Background: an optimization exercise with open tools, aiming at small area, a short achievable clock period and few clock cycles. Do not read the settings as production practice.
The RTL was checked by simulation tests, not by an equivalence proof against the original design.
Power figures rest on the tool's default switching activity, not on a simulated workload.

$ cat flow/run.sh
#!/bin/bash
# synth_recipe.tcl (not shown) runs the flow's synth.tcl, then flattens the netlist and writes it again
# the make line also repeats each setting of config.mk as NAME=value (left out here)
make -C /OpenROAD-flow-scripts/flow DESIGN_CONFIG=/design/flow/config.mk WORK_HOME=/design/flow/orfs CLKGATE_MAP_FILE= SYNTH_SCRIPT=/design/flow/synth_recipe.tcl finish
$ cat flow/config.mk
export PLATFORM = sky130hd
export DESIGN_NAME = angle_step
export DESIGN_NICKNAME = angle_step
export VERILOG_FILES = /design/flow/design.v
export SDC_FILE = /design/flow/constraint.sdc
export NUM_CORES = 4
export LEC_CHECK = 0
export CAP_MARGIN = 20
export CORE_MARGIN = 2
export CORE_UTILIZATION = 45
export CTS_BUF_LIST = sky130_fd_sc_hd__clkbuf_4 sky130_fd_sc_hd__clkbuf_8
export PLACE_DENSITY = 0.65
export SETUP_SLACK_MARGIN = 5.0
export SLEW_MARGIN = 20
$ cat flow/constraint.sdc
create_clock -name core_clock -period 14.0 [get_ports {clk}]
set_input_delay 2.8000 -clock core_clock [delete_from_list [all_inputs] [get_ports {clk}]]
set_output_delay 2.8000 -clock core_clock [all_outputs]
set_load 0.01 [all_outputs]
$ cat flow/design.v
module angle_step (
    input  wire        clk,
    input  wire        rst,         
    input  wire        cfg_we,
    input  wire [4:0]  cfg_k,
    input  wire        s_valid,
    output wire        s_ready,
    input  wire [63:0] s_time,      
    input  wire [63:0] s_pos,       
    output wire        r_valid,
    input  wire        r_ready,
    output wire [31:0] r_angle,     
    output wire [63:0] r_time,      
    output wire [31:0] late_cnt,
    output wire [31:0] ovs_cnt,
    output wire        idle
);
    localparam [63:0] LATE_TICKS = 64'd24_000_000;   
    localparam [63:0] MIN_GAP    = 64'd12_000;       
    localparam [2:0] S_IDLE = 3'd0,
                     S_LOOP = 3'd1,
                     S_RND  = 3'd2,
                     S_FIN  = 3'd3,
                     S_RUN  = 3'd4;
    reg [2:0]   state;
    reg         c_q;                
    reg [4:0]   k;
    reg         have_prev;
    reg         hw_valid;
    reg         last_valid;
    reg         out_v;
    reg         prep;               
    reg [5:0]   cnt;                
    reg         late_f, ovs_f;      
    reg [63:0]  t_b, p_b;           
    reg [63:16] hs;                 
    reg [63:0]  dq;                 
    reg [63:0]  x;                  
    reg [63:0]  d;                  
    reg [63:0]  qb;
    reg [63:0]  ra, rb;
    reg [63:0]  tc;                 
    reg [63:0]  last_tc;            
    reg [31:16] ang;
    reg [31:0]  late_r, ovs_r;
    wire [63:0] unit, lo;
    genvar gi;
    generate
        for (gi = 0; gi < 64; gi = gi + 1) begin : g_unit
            if (gi < 16) begin : g_lo
                assign unit[gi] = 1'b0;
                assign lo[gi]   = 1'b1;
            end else if (gi <= 26) begin : g_mid
                assign unit[gi] = (k == 32 - gi);
                assign lo[gi]   = (k < 32 - gi);
            end else begin : g_hi
                assign unit[gi] = 1'b0;
                assign lo[gi]   = 1'b0;
            end
        end
    endgenerate
    wire [63:0] hs64 = {hs, 16'd0};
    wire st_idle = (state == S_IDLE);
    wire st_loop = (state == S_LOOP) && !prep;
    wire st_prep = (state == S_LOOP) && prep;
    wire st_rnd  = (state == S_RND);
    wire st_fin  = (state == S_FIN);
    wire st_run  = (state == S_RUN);
    wire [63:0] pb_al = p_b & ~lo;
    wire        use_n = hw_valid && ($signed(hs64) > $signed(p_b));
    wire [63:0] base  = use_n ? hs64 : pb_al;
    wire        act   = $signed(base) < $signed(s_pos & ~lo);
    wire [63:0] inc_in = st_idle ? base : hs64;
    wire [63:0] inc_o  = ((inc_in | lo) + 64'd1) & ~lo;   
    assign s_ready = st_idle && !cfg_we;
    wire accept = s_valid && s_ready;
    wire        b    = dq[63];
    wire [66:0] a_a  = st_loop ? {2'b0, ra, 1'b0} : {3'b0, ra};
    wire [66:0] a_b  = st_loop ? (b ? {3'b0, x} : 67'd0) :
                       st_rnd  ? {4'b0, d[63:1]} :
                       (st_fin || st_run) ? {3'b0, rb} : 67'd0;
    wire [66:0] a_c1 = {3'b0, d};
    wire [66:0] pa   = a_a + a_b;
    wire [66:0] pa1  = pa - a_c1;
    wire [66:0] pa2  = pa - {2'b0, d, 1'b0};
    wire [66:0] b_a  = (state == S_LOOP) ? {2'b0, rb, 1'b0} : st_idle ? {3'b0, s_time} :
                       {3'b0, tc};
    wire [66:0] b_b  = st_loop ? (b ? {3'b0, unit} : 67'd0) :
                       st_fin  ? {3'b0, dq} :
                       st_run  ? {3'b0, qb} : 67'd0;
    wire        cr   = !pa1[66];                        
    wire        b_ci = (st_fin || st_run) && c_q;
    wire [67:0] pbw  = {b_a, b_ci} + {b_b, b_ci};
    wire [66:0] pb   = pbw[67:1];
    wire [66:0] b_c1 = (state == S_LOOP) ? {3'b0, d} : {3'b0, last_tc};
    wire [66:0] b_c2 = st_loop ? {2'b0, d, 1'b0} : {3'b0, t_b};
    wire [66:0] pb1  = pb - b_c1;
    wire [66:0] pb2  = pb - b_c2;
    wire        later = s_time > t_b;
    wire        ca2  = !pa2[66], ca1 = !pa1[66];
    wire        cb2  = !pb2[66], cb1 = !pb1[66];
    wire        ca_lo = ca1 && !ca2, cb_lo = cb1 && !cb2;
    wire [62:0] dq_p1 = dq[62:0] + 63'd1;               
    wire [63:0] qb_p1 = qb + 64'd1;
    wire [62:0] dq_hi = ca2 ? dq_p1 : dq[62:0];
    wire [63:0] qb_hi = cb2 ? qb_p1 : qb;
    wire [63:0] nm1 = (dq[63:32] == 32'd0) ? {dq[31:0], 32'd0}  : dq;
    wire [63:0] nm2 = (nm1[63:48] == 16'd0) ? {nm1[47:0], 16'd0} : nm1;
    wire [63:0] nm3 = (nm2[63:56] == 8'd0)  ? {nm2[55:0], 8'd0}  : nm2;
    wire [63:0] nm4 = (nm3[63:60] == 4'd0)  ? {nm3[59:0], 4'd0}  : nm3;
    wire [63:0] nm5 = (nm4[63:62] == 2'd0)  ? {nm4[61:0], 2'd0}  : nm4;
    wire [63:0] nm6 = (nm5[63] == 1'b0)     ? {nm5[62:0], 1'b0}  : nm5;
    wire [5:0]  nlz = {dq[63:32] == 32'd0, nm1[63:48] == 16'd0, nm2[63:56] == 8'd0,
                       nm3[63:60] == 4'd0, nm4[63:62] == 2'd0, nm5[63] == 1'b0};
    wire        res_now   = !late_f && !ovs_f;
    wire        late_nx   = (pb2[63:0] != 64'd0) && (pb2[63:0] < (64'd0 - LATE_TICKS));
    wire        gap_small = (pb1[63:0] < MIN_GAP);
    wire        inc_small = c_q ? (qb < MIN_GAP - 64'd1) : (qb < MIN_GAP);
    wire        ovs_nx    = (st_run && res_now) ? inc_small : (last_valid && gap_small);
    wire        last_st = (hs64 == pb_al);
    wire        can_go  = !out_v || r_ready;
    wire        cnt_up  = can_go && st_run && !res_now;
    wire [31:0] cnt_in  = late_f ? late_r : ovs_r;
    wire [31:0] cnt_inc = cnt_in + 32'd1;
    wire        cnt_sat = (cnt_in == 32'hFFFF_FFFF);
    assign idle     = st_idle && !out_v;
    assign r_valid  = out_v;
    assign r_angle  = {ang, 16'd0};
    assign r_time   = last_tc;
    assign late_cnt = late_r;
    assign ovs_cnt  = ovs_r;
    always @(posedge clk) begin
        if (rst) begin
            state      <= S_IDLE;
            k          <= 5'd10;
            have_prev  <= 1'b0;
            hw_valid   <= 1'b0;
            last_valid <= 1'b0;
            out_v      <= 1'b0;
            late_r     <= 32'd0;
            ovs_r      <= 32'd0;
        end else begin
            if (out_v && r_ready)
                out_v <= 1'b0;
            if (cnt_up && !cnt_sat) begin
                if (late_f)
                    late_r <= cnt_inc;
                else
                    ovs_r  <= cnt_inc;
            end
            case (state)
            S_IDLE: begin
                if (cfg_we) begin
                    if (cfg_k >= 5'd6 && cfg_k <= 5'd16)
                        k <= cfg_k;
                    hw_valid   <= 1'b0;
                    last_valid <= 1'b0;
                end else if (accept) begin
                    if (!have_prev || later) begin
                        have_prev <= 1'b1;
                        t_b       <= s_time;
                        p_b       <= s_pos;
                    end
                    if (have_prev && later && act) begin
                        dq       <= pb2[63:0];
                        ra       <= s_pos;          
                        d        <= p_b;            
                        rb       <= inc_o[63:1];
                        tc       <= t_b;
                        hs       <= inc_o[63:16];
                        hw_valid <= 1'b1;
                        qb       <= 64'd0;
                        prep     <= 1'b1;
                        state    <= S_LOOP;
                    end
                end
            end
            S_LOOP: begin
                if (prep) begin
                    x    <= pb1[63:0];
                    d    <= pa1[63:0];
                    ra   <= 64'd0;
                    rb   <= 64'd0;
                    dq   <= nm6;
                    cnt  <= nlz;
                    prep <= 1'b0;
                end else begin
                    ra  <= ca2 ? pa2[63:0] : ca1 ? pa1[63:0] : pa[63:0];
                    rb  <= cb2 ? pb2[63:0] : cb1 ? pb1[63:0] : pb[63:0];
                    dq  <= {dq_hi, ca_lo};
                    qb  <= {qb_hi[62:0], cb_lo};
                    cnt <= cnt + 6'd1;
                    if (cnt == 6'd63)
                        state <= S_RND;
                end
            end
            S_RND: begin
                ra     <= cr ? pa1[63:0] : pa[63:0];
                c_q    <= cr;
                state  <= S_FIN;
            end
            S_FIN: begin
                ra     <= cr ? pa1[63:0] : pa[63:0];
                c_q    <= cr;
                tc     <= pb[63:0];
                late_f <= late_nx;
                ovs_f  <= ovs_nx;
                state  <= S_RUN;
            end
            S_RUN: begin
                if (can_go) begin
                    if (res_now) begin
                        out_v      <= 1'b1;
                        last_valid <= 1'b1;
                        last_tc    <= tc;
                        ang        <= hs[31:16];
                    end
                    ra     <= cr ? pa1[63:0] : pa[63:0];
                    c_q    <= cr;
                    tc     <= pb[63:0];
                    late_f <= late_nx;
                    ovs_f  <= ovs_nx;
                    if (last_st)
                        state <= S_IDLE;
                    else
                        hs <= inc_o[63:16];
                end
            end
            default: state <= S_IDLE;
            endcase
        end
    end
endmodule
==> summary.txt, run 1 <==
vias in the first global route=~67000; asr flop ratio synth=0%; vias post-DR=between 70000 and 80000; area of the core=0.1584 mm^2; Fin Clk Skew=about 60 ps; setup TNS=0 ps; CP Max Fanout=3; DRC Markers=0; area share of the largest cell type after synthesis=between 20 and 30%; Slowest-stage cell, CP=or4b_4; Unique masters post-synth=~110; crit path time final=~9400 ps; mapped cell area=about 0.072 mm^2; Required @ worst endpoint=14660 ps; Pleak=35.52 nW; die height=between 400 and 500 um; commonest non-fill, non-tap cell in the layout=nand2_1; Worst slew margin=between 15 and 20%; Max-cap violations=0; DR iter-0 viols=10850; area leader, netlist=edfxtp_1; Worst-Skew Late Latency=about 980 ps; Area growth, synth to finish=19.80%; total power draw=around 16 mW; most frequent cells in the layout=1112 x nand2_1, 714 x edfxtp_1, 640 x nor2_1; gpl congestion=1.045; Crit Path Category=primary input to flip-flop; final setup violation count=0; Initial Util=between 40% and 50%; vias per inst=~6.5; prevailing post-synth register cell=edfxtp_1; sequential area share after synthesis=around 32%; fin crit share=67.10%; Syn Area/Cell=roughly 8.3 um^2; crit start category=primary input; initial antenna violation count=19; multi-input logic area=between 0.04 and 0.05 mm^2; post-synthesis register bit count=just under 800; WP data arrival=around 10000 ps; pwr/cell area=183.5 mW/mm^2; DIE WIDTH=roughly 400 um; die area=0.1625 mm^2; CTS tree=done; register area=0.02297 mm^2; VDD IR max=around 0.12 mV; clock sinks=790; RSZ-0062 raised after global routing=yes; largest incremental delay on the critical path=roughly 540 ps; total CTS buffers=~150; drt total wl=324400 um; flop2flop setup slack=about 4800 ps; GR Util All Layers=a little under two fifths; Worst-path clk slew=approximately 70 ps; max-slew violations=0; Row Count=roughly 150; DP Wirelength=244500 um; largest cells by area after synthesis=edfxtp_1 30%, ha_1 9.2%, nand2_1 6.0%, a21oi_1 4.6%, o21ai_0 4.6%; Mapped Cells=approximately 8600; f_max=between 0.1 and 0.15 GHz; total gr overflow=0; Routed Antenna Nets=0; Worst-Margin Slew=1240 ps; total iterations of the first detailed-routing run=10; WL/cell=between 20 and 30 um; CTS Buffer Depth=3; EDFF count, synth=714; Final #Nets=9670; final hold vios=0; outcome=timing/DRC/antenna clean; layout cell share with drive strength beyond 1=13.81%; crit end category=flip-flop; yosys warns=1; IO buf count=284; first-pass GRT wire length=around 460000 um; CTS H-tree lvls=4; clock root buffer=clkbuf_8; # fillers=between 10000 and 15000; Hold WC Path Type=flip-flop to flip-flop; Top Ports=301; largest net degree at the start of global routing=103; CTS Hold Buffers Added=0
## worst paths after layout
| path | start | endpoint | depth (start not counted) |
|---|---|---|---|
| min | tc[37] | last_tc[37] | 0 |
| max reg2reg | state[1] | late_f | 36 |
| max | s_time[8] | late_f | 35 |
| min reg2reg | tc[37] | last_tc[37] | 0 |
## worst max-delay path, delay by kind of cell
kind / cells / cell delay (ps)
buffers and inverters: 2 / 270
AOI/OAI and AO/OA: 12 / 2340
adders and majority gates: 2 / 480
and+or+nand+nor: 18 / 3960
xor gates and xnor gates: 1 / 180
## flip-flops by register name, summed over array words and instances (netlist names), 32 cells and up
| name | cells |
|---|---|
| d | 64 |
| dq | 64 |
| hs | 48 |
| last_tc | 64 |
| late_r | 32 |
| ovs_r | 32 |
| p_b | 64 |
| qb | 64 |
| ra | 64 |
| rb | 64 |
| t_b | 64 |
| tc | 64 |
| x | 64 |
## kinds of logic after synthesis
family                     count (synthesis)  share of synthesized area (%)
DFF                                      790                          32.03
other                                      1                       0.005231
buffers and inverters                    936                          5.014
muxes                                    367                          5.257
adders and majority gates                556                          9.685
AOI/OAI and AO/OA                       2584                          23.11
and+or+nand+nor                         2796                          17.84
xor gates and xnor gates                 571                          7.055
## power breakdown
group	leakage [nW]	switching (mW)	internal [mW]
combinational	26.8	6.49	3.68
clock	1.66	1.20	1.36
sequential	7.10	0.105	2.92
## synth_stat cells (all sizes together) (33+ instances only)
cell / count
dfxtp: 76
o31ai: 44
a21o: 319
nand4: 119
nor2: 666
clkbuf: 380
nand2b: 97
inv: 470
nand3: 204
o21bai: 56
mux2: 46
and2: 54
xnor2: 337
o21ai: 691
a21oi: 664
ha: 526
a211oi: 100
a222oi: 76
nor4: 56
a22oi: 89
xor2: 231
edfxtp: 714
mux2i: 318
a22o: 67
buf: 86
o21a: 52
nor3: 119
nand2: 1150
and3: 88
o211ai: 45
a31oi: 135
or3: 47
nor2b: 75
or2: 33
## through the flow
| step | hold slack (ps) | std cells | utilization, % | cell area [um^2] | worst slack (ps) |
|---|---|---|---|---|---|
| finish | 443.5 | 11200 | 54.23 | 85880 | 4606 |
| global route | 452.3 | 11190 | 54.22 | 85870 | 4434 |
| CTS | 439.7 | 11080 | 52.89 | 83770 | 4498 |
| detailed placement | 432.2 | 10650 | 48.52 | 76840 | 1152 |
| global placement | 429.5 | 10650 | 48.51 | 76830 | 1028 |
| floorplan | 426.2 | 8616 | - | 71870 | 4691 |
## layout make-up
class	count	share of cell area (%)
diodes	12	0.03496
clock buffers	190	2.761
clock inverters	80	0.9484
inverters	470	2.093
multi-input cells	6900	56.84
flip-flops and latches	790	26.75
well taps	2072	3.019
repair buffers	687	7.555
## per-layer routing
layer	part of all wire (%)	wire (um)	vias to the layer above	GRT usage (%)
met4	5.7	18440	0	17.75
met3	13	43650	790	9.930
li1	-	-	32370	-
met2	40	131100	4818	53.85
met1	40	131200	35060	53.67
met5	0	0	-	0
## repair_timing
item / CTS / global route
resized for setup: 597 / 223
setup buffers: 144 / 102
pin swaps: 168 / 166
setup endpoints to repair: 727 / 564
gates cloned: 10 / 9
Testbench counts, summed over its fixed seeds: cycles 96,340.
==> run 2: changes to the inputs <==
--- a/flow/config.mk
+++ b/flow/config.mk
@@ -7,8 +7,8 @@
 export LEC_CHECK = 0
 export CAP_MARGIN = 20
 export CORE_MARGIN = 2
-export CORE_UTILIZATION = 45
+export CORE_UTILIZATION = 50
 export CTS_BUF_LIST = sky130_fd_sc_hd__clkbuf_4 sky130_fd_sc_hd__clkbuf_8
-export PLACE_DENSITY = 0.65
-export SETUP_SLACK_MARGIN = 5.0
+export PLACE_DENSITY = 0.7
+export SETUP_SLACK_MARGIN = 4.0
 export SLEW_MARGIN = 20
==> summary.txt, run 2 <==
crit start category=primary input; Post-Layout Inst Area=0.08189 mm^2 (-4.7%); VDD IR max=0.1529 mV (+26%); total gr overflow=0 (unchanged); initial antenna violation count=18 (-1); Worst slew margin=16.62% (+0.020 points); CTS Buffer Depth=3 (unchanged); clock sinks=790 (unchanged); Slowest-stage cell, CP=xnor2_1; Final Hold Slack=414.4 ps (-29.12 ps); share of power burned in registers=20.5% (+1.3 points); CTS tree=done; DP Wirelength=238000 um (-2.7%); prevailing post-synth register cell=edfxtp_1; max-slew violations=0 (unchanged); sequential area share after synthesis=32.03% (unchanged); largest cells by area after synthesis=edfxtp_1 30%, ha_1 9.2%, nand2_1 6.0%, a21oi_1 4.6%, o21ai_0 4.6%; CTS H-tree lvls=4 (unchanged); vias post-DR=71350 (-2.3%); Pleak=34.02 nW (-4.2%); Max-cap violations=0 (unchanged); Area growth, synth to finish=14.23%; Routed Antenna Nets=0 (unchanged); Net Sw Power=7.347 mW (-5.8%); crit path time final=10030 ps (+633.3 ps); Worst-Margin Slew=1242 ps (+1.897 ps); total CTS buffers=153 (+1.3%); vias per inst=6.599 (+1.2%); WL/cell=28.43 um (-1.8%); crit end category=flip-flop; Gate power share=62.3% (-2.3 points); Syn Area/Cell=8.335 um^2 (unchanged); Hold WC Path Type=flip-flop to flip-flop; Worst-path clk slew=60 ps (about the same); final setup violation count=0 (unchanged); Unique masters post-synth=108 (unchanged); gpl congestion=1.071 (+2.5%); DIE WIDTH=382.7 um (-5.1%); yosys warns=1 (unchanged); Final #Nets=9452 (-2.3%); post-synthesis register bit count=790 (unchanged); clock network fraction of total power=17.2% (+0.9 points); CP Max Fanout=8 (+5); DRC Markers=0 (unchanged); Fin Clk Skew=71.63 ps (+9.918 ps); area share of the largest cell type after synthesis=29.91% (unchanged); DP Cell Count=10470 (-1.7%); total power draw=14.73 mW (-6.6%); area of the core=0.1419 mm^2 (-10%); Switching Fraction=49.89% (+0.38 points); synth cell count leaders=1150 x nand2_1, 714 x edfxtp_1, 666 x nor2_1; mapped cell area=0.07169 mm^2 (unchanged); Required @ worst endpoint=14630 ps (-30 ps); asr flop ratio synth=0% (unchanged); area leader, netlist=edfxtp_1; Placed Instance Area=0.07657 mm^2 (-0.35%); final hold vios=0 (unchanged); most frequent cells in the layout=1139 x nand2_1, 714 x edfxtp_1, 649 x nor2_1; Finished Layout Cells=10810 (-3.5%); Row Count=138 (-5.5%); fin crit share=71.62% (+4.5 points); total iterations of the first detailed-routing run=10 (unchanged); DP Worst Slack=1776 ps (+623.5 ps); IO buf count=284 (unchanged); fin worst setup slack=3973 ps (-633.3 ps); die height=382.7 um (-5.1%); first-pass GRT wire length=435500 um (-4.7%); WP data arrival=10650 ps (+590 ps); GR Util All Layers=40.06% (+2.1 points); Worst-Skew Late Latency=930 ps (-50 ps); layout cell share with drive strength beyond 1=9.239% (-4.6 points); Mapped Cells=8601 (unchanged); clock root buffer=clkbuf_8; outcome=timing/DRC/antenna clean; largest net degree at the start of global routing=149 (+45%); Int Power=7.381 mW (-7.3%); DR iter-0 viols=10390 (-4.3%); Initial Util=50.51% (+5.2 points); die area=0.1464 mm^2 (-9.9%); commonest non-fill, non-tap cell in the layout=nand2_1; largest incremental delay on the critical path=650 ps (+110 ps); drt total wl=307400 um (-5.2%); f_max=0.09973 GHz (-6.3%); pwr/cell area=179.9 mW/mm^2 (-2.0%); cell with the most instances after synthesis=nand2_1; EDFF count, synth=714 (unchanged); RSZ-0062 raised after global routing=yes; Top Ports=301 (unchanged); Crit Path Category=primary input to flip-flop; setup TNS=0 ps (unchanged); final core utilization=57.70% (+3.5 points); # fillers=13000 (-11%); vias in the first global route=65350 (-2.6%)
## run 2: cell families (layout without fill, tap and decap cells)
kind of cell	count (synthesis)	count (layout)	synth area share [%]
other	1	30	0.005231
multiplexers	367	367	5.257
XOR/XNOR	571	571	7.055
adder cells (fa/ha/maj)	556	556	9.685
buffers and inverters	936	1223	5.014
AND/OR/NAND/NOR	2796	2801	17.84
AO/OA/AOI/OAI	2584	2584	23.11
flip-flops	790	790	32.03
## run 2: routing by layer
layer / vias up / routed length [um] / GRT usage, %
met2: 4651 / 122300 / 55.43
met3: 680 / 44460 / 12.62
met5: - / 27 / 0
met4: 4 / 14920 / 16.98
li1: 31910 / - / -
met1: 34110 / 125700 / 56.98
## run 2: final cells by class
| type | count | area [um^2] | area share (%) |
|---|---|---|---|
| antenna | 14 | 35.03 | 0.04278 |
| timing repair buffer | 472 | 4502 | 5.497 |
| clock buffer | 188 | 2419 | 2.953 |
| clock inverter | 93 | 794.5 | 0.9702 |
| tap | 1890 | 2365 | 2.888 |
| multi-input combinational | 6895 | 47020 | 57.42 |
| sequential | 790 | 22970 | 28.05 |
| inverter | 470 | 1782 | 2.176 |
## run 2: worst paths after layout
kind,to,slack (ps),from,cells after the start
min,last_tc[21],410,tc[21],0
max,late_f,3970,s_time[10],28
max reg2reg,late_f,4180,state[0],39
min reg2reg,last_tc[21],410,tc[21],0
## run 2: critical path: cells and delay by family
kind	cells	cell delay, ps
XOR/XNOR	2	1230
AO/OA/AOI/OAI	10	2660
adder cells (fa/ha/maj)	3	1150
AND/OR/NAND/NOR	10	1880
buffers and inverters	3	920
## run 2: power by group through the flow
stage          logic, mW  clock network [mW]  registers, mW
2_1_floorplan       5.55                   0           3.01
3_3_place_gp        8.30                   0           3.05
3_5_place_dp        8.34                   0           3.06
4_1_cts             8.49                2.54           3.01
5_1_grt             9.65                2.63           3.02
6_report            9.18                2.53           3.02
## run 2: repair_timing
action,CTS,global route
pin swaps,14,55
setup buffers,18,22
cloned,3,2
resized for setup,75,265
endpoints found under the setup margin,413,328
hold buffers,0,0
==> run 3: changes to the inputs <==
--- a/flow/design.v
+++ b/flow/design.v
@@ -67,7 +67,7 @@
     wire st_fin  = (state == S_FIN);
     wire st_run  = (state == S_RUN);
     wire [63:0] pb_al = p_b & ~lo;
-    wire        use_n = hw_valid && ($signed(hs64) > $signed(p_b));
+    wire        use_n;              
     wire [63:0] base  = use_n ? hs64 : pb_al;
     wire        act   = $signed(base) < $signed(s_pos & ~lo);
     wire [63:0] inc_in = st_idle ? base : hs64;
@@ -75,11 +75,11 @@
     assign s_ready = st_idle && !cfg_we;
     wire accept = s_valid && s_ready;
     wire        b    = dq[63];
-    wire [66:0] a_a  = st_loop ? {2'b0, ra, 1'b0} : {3'b0, ra};
+    wire [66:0] a_a  = st_loop ? {2'b0, ra, 1'b0} : {{3{st_idle & ra[63]}}, ra};
     wire [66:0] a_b  = st_loop ? (b ? {3'b0, x} : 67'd0) :
                        st_rnd  ? {4'b0, d[63:1]} :
                        (st_fin || st_run) ? {3'b0, rb} : 67'd0;
-    wire [66:0] a_c1 = {3'b0, d};
+    wire [66:0] a_c1 = {{3{st_idle & d[63]}}, d};
     wire [66:0] pa   = a_a + a_b;
     wire [66:0] pa1  = pa - a_c1;
     wire [66:0] pa2  = pa - {2'b0, d, 1'b0};
@@ -96,7 +96,8 @@
     wire [66:0] b_c2 = st_loop ? {2'b0, d, 1'b0} : {3'b0, t_b};
     wire [66:0] pb1  = pb - b_c1;
     wire [66:0] pb2  = pb - b_c2;
-    wire        later = s_time > t_b;
+    assign      use_n = hw_valid && pa1[66];
+    wire        later = !pb2[66] && (pb2[63:0] != 64'd0);
     wire        ca2  = !pa2[66], ca1 = !pa1[66];
     wire        cb2  = !pb2[66], cb1 = !pb1[66];
     wire        ca_lo = ca1 && !ca2, cb_lo = cb1 && !cb2;
@@ -160,10 +161,10 @@
                         have_prev <= 1'b1;
                         t_b       <= s_time;
                         p_b       <= s_pos;
+                        ra        <= s_pos;         
                     end
                     if (have_prev && later && act) begin
                         dq       <= pb2[63:0];
-                        ra       <= s_pos;          
                         d        <= p_b;            
                         rb       <= inc_o[63:1];
                         tc       <= t_b;
@@ -220,9 +221,11 @@
                     tc     <= pb[63:0];
                     late_f <= late_nx;
                     ovs_f  <= ovs_nx;
-                    if (last_st)
+                    if (last_st) begin
+                        ra    <= p_b;               
+                        d     <= hs64;
                         state <= S_IDLE;
-                    else
+                    end else
                         hs <= inc_o[63:16];
                 end
             end
==> flow/config.mk (replaced) <==
export PLATFORM = sky130hd
export DESIGN_NAME = angle_step
export DESIGN_NICKNAME = angle_step
export VERILOG_FILES = /design/flow/design.v
export SDC_FILE = /design/flow/constraint.sdc
export NUM_CORES = 4
export LEC_CHECK = 0
export CAP_MARGIN = 20
export CORE_MARGIN = 2
export CORE_UTILIZATION = 40
export PLACE_DENSITY = 0.6
export SLEW_MARGIN = 20
==> summary.txt, run 3 <==
outcome=timing/DRC/antenna clean; IO buf count=284 (unchanged); pwr/cell area=84.68 mW/mm^2 (-53%); largest incremental delay on the critical path=740 ps (+90 ps); crit end category=flip-flop; drt total wl=336900 um (+9.6%); final core utilization=45.33% (-12 points); Worst-Skew Late Latency=780 ps (-150 ps); die area=0.1805 mm^2 (+23%); fin crit share=93.74% (+22 points); total gr overflow=0 (unchanged); Post-Layout Inst Area=0.07984 mm^2 (-2.5%); most frequent cells in the layout=1260 x nand2_1, 714 x edfxtp_1, 655 x a21oi_1; largest cells by area after synthesis=edfxtp_1 30%, ha_1 7.8%, nand2_1 6.7%, mux2i_1 5.4%, a21oi_1 4.6%; Worst-path clk slew=60 ps (about the same); RSZ-0062 raised after global routing=no; Fin Clk Skew=43.94 ps (-27.69 ps); area leader, netlist=edfxtp_1; GR Util All Layers=35.83% (-4.2 points); commonest non-fill, non-tap cell in the layout=nand2_1; WP data arrival=13570 ps (+2920 ps); sequential area share after synthesis=32.40% (+0.37 points); CTS Buffer Depth=3 (unchanged); initial antenna violation count=9 (-9); largest net degree at the start of global routing=153 (+2.7%); Area growth, synth to finish=12.66%; Top Ports=301 (unchanged); gpl congestion=1.042 (-2.7%); total CTS buffers=101 (-34%); CTS tree=done; area of the core=0.1761 mm^2 (+24%); DP Cell Count=10780 (+3.0%); DR iter-0 viols=9649 (-7.1%); f_max=0.07620 GHz (-24%); post-synthesis register bit count=790 (unchanged); CTS Hold Buffers Added=0 (unchanged); die height=424.9 um (+11%); Unique masters post-synth=99 (-8.3%); DP Wirelength=261700 um (+10%); Final #Nets=9131 (-3.4%); Post-CTS Setup Bufs=0 (-18); WL/cell=30.69 um (+7.9%); asr flop ratio synth=0% (unchanged); cell with the most instances after synthesis=nand2_1; Row Count=154 (+12%); first-pass GRT wire length=474300 um (+8.9%); Mapped Cells=8473 (-1.5%); Worst slew margin=8.252% (-8.4 points); setup TNS=0 ps (unchanged); Crit Path Category=flip-flop to flip-flop; Max-cap violations=0 (unchanged); max-slew violations=0 (unchanged); CP Max Fanout=44 (+36); final hold vios=0 (unchanged); EDFF count, synth=714 (unchanged); hold path depth=0 (unchanged); clock root buffer=clkbuf_16; vias per inst=6.468 (-2.0%); total iterations of the first detailed-routing run=9 (-1); VDD IR max=0.09356 mV (-39%); crit start category=flip-flop; Pleak=31.80 nW (-6.5%); Hold WC Path Type=flip-flop to flip-flop; layout cell share with drive strength beyond 1=5.397% (-3.8 points); DIE WIDTH=424.9 um (+11%); Final Hold Slack=446.7 ps (+32.25 ps); area share of the largest cell type after synthesis=30.26% (+0.35 points); Worst-Margin Slew=1368 ps (+126.2 ps); Routed Antenna Nets=0 (unchanged); vias post-DR=71010 (-0.48%); Initial Util=40.24% (-10 points); post_cts resized=0 (-100%); fin worst setup slack=876.9 ps (-3096 ps); vias in the first global route=66100 (+1.1%); CTS H-tree lvls=3 (-1); crit path time final=13120 ps (+3096 ps); total power draw=6.760 mW (-54%); Slowest-stage cell, CP=a21boi_4; final setup violation count=0 (unchanged); yosys warns=1 (unchanged); prevailing post-synth register cell=edfxtp_1; synth cell count leaders=1263 x nand2_1, 714 x edfxtp_1, 658 x a21oi_1; clock sinks=790 (unchanged); DRC Markers=0 (unchanged); mapped cell area=0.07086 mm^2 (-1.2%); Placed Instance Area=0.07655 mm^2 (about the same); worst reg2reg path depth=51 (+31%); Required @ worst endpoint=14440 ps (-190 ps); Syn Area/Cell=8.363 um^2 (+0.34%); Finished Layout Cells=10980 (+1.5%); DP Worst Slack=624.4 ps (-1151 ps)
==> run 3: final cells by class <==
cell class / instances / area [um^2]
Inverter: 330 / 1244
Timing Repair Buffer: 469 / 4467
Clock buffer: 130 / 2719
Sequential cell: 790 / 22970
Multi-Input combinational cell: 6856 / 44970
Antenna cell: 4 / 10.01
Tap cell: 2340 / 2928
Clock inverter: 59 / 534.3
Fill cell: 17360 / 96280
==> run 3: path summary, 6_finish.rpt <==
kind | from | endpoint | slack [ps]
max | state[2] | rb[22] | 880
min | tc[4] | last_tc[4] | 450
max reg2reg | state[2] | rb[22] | 880
min reg2reg | tc[4] | last_tc[4] | 450
==> run 3: critical path, delay by kind of cell, from the launching register on <==
family	cells	cell delay, ps
AO/OA/AOI/OAI	19	5370
AND/OR/NAND/NOR	21	3740
buffers and inverters	6	1180
adder cells (fa/ha/maj)	3	920
multiplexers	1	590
flip-flops	1	530
XOR/XNOR	1	420
==> run 3: power breakdown <==
group          internal, mW  leakage (nW)  switching (mW)
clock network          1.50          1.57            1.17
registers              2.61          7.09          0.0361
logic                 0.488          23.1           0.950
total                  4.60          31.8            2.16
==> run 3: cells by family after synthesis <==
logic type                 count (synthesis)  synth area share (%)
muxes                                    421                 6.042
other                                      1              0.005292
adders and majority gates                445                 7.921
DFF                                      790                 32.40
and+or+nand+nor                         2881                 18.52
AOI/OAI and AO/OA                       2506                 23.25
xor gates and xnor gates                 587                 7.255
buffers and inverters                    842                 4.603
==> run 3: metal layers <==
layer / share of wire (%) / GRT usage [%]
met2: 45 / 56.96
met4: 8.9 / 26.04
met5: 0.0077 / 0
met3: 8.8 / 5.706
met1: 38 / 44.04
Testbench counts of run 3, summed over its fixed seeds: cycles 96,340.

## re-timing with driven ports
No port has a modelled driver above. Below, the same layouts with a new extraction and two added sets of constraints. Step 1: set_driving_cell puts a clkbuf_16 on clk and a buf_2 on each other input, an assumption about the parent block. Step 2 adds t to the input delays and takes it off the output delays; t is the mean of the earliest and latest rising clock arrival at the registers after step 1. Input paths then give back, and output paths get back, about the clock's delay inside the block. a / b / c = ideal / step 1 / step 2; a / b = the first two.
| run | t (ns) | slack for setup (ns) | worst hold slack (ns) | cell pins on the clock port's net |
|---|---|---|---|---|
| run 1 | 1.028 | 4.606 / 4.526 / 3.498 | 0.444 / 0.444 / 0.444 | 1 |
| run 2 | 0.985 | 3.973 / 4.035 / 3.049 | 0.414 / 0.414 / 0.414 | 1 |
| run 3 | 0.836 | 0.877 / 0.877 / 0.299 | 0.447 / 0.447 / 0.447 | 1 |
After both steps every run listed still meets setup and hold. For run 1, which loses most, drivers alone change the setup slack by -0.080 ns; drivers and shift together by -1.108 ns.
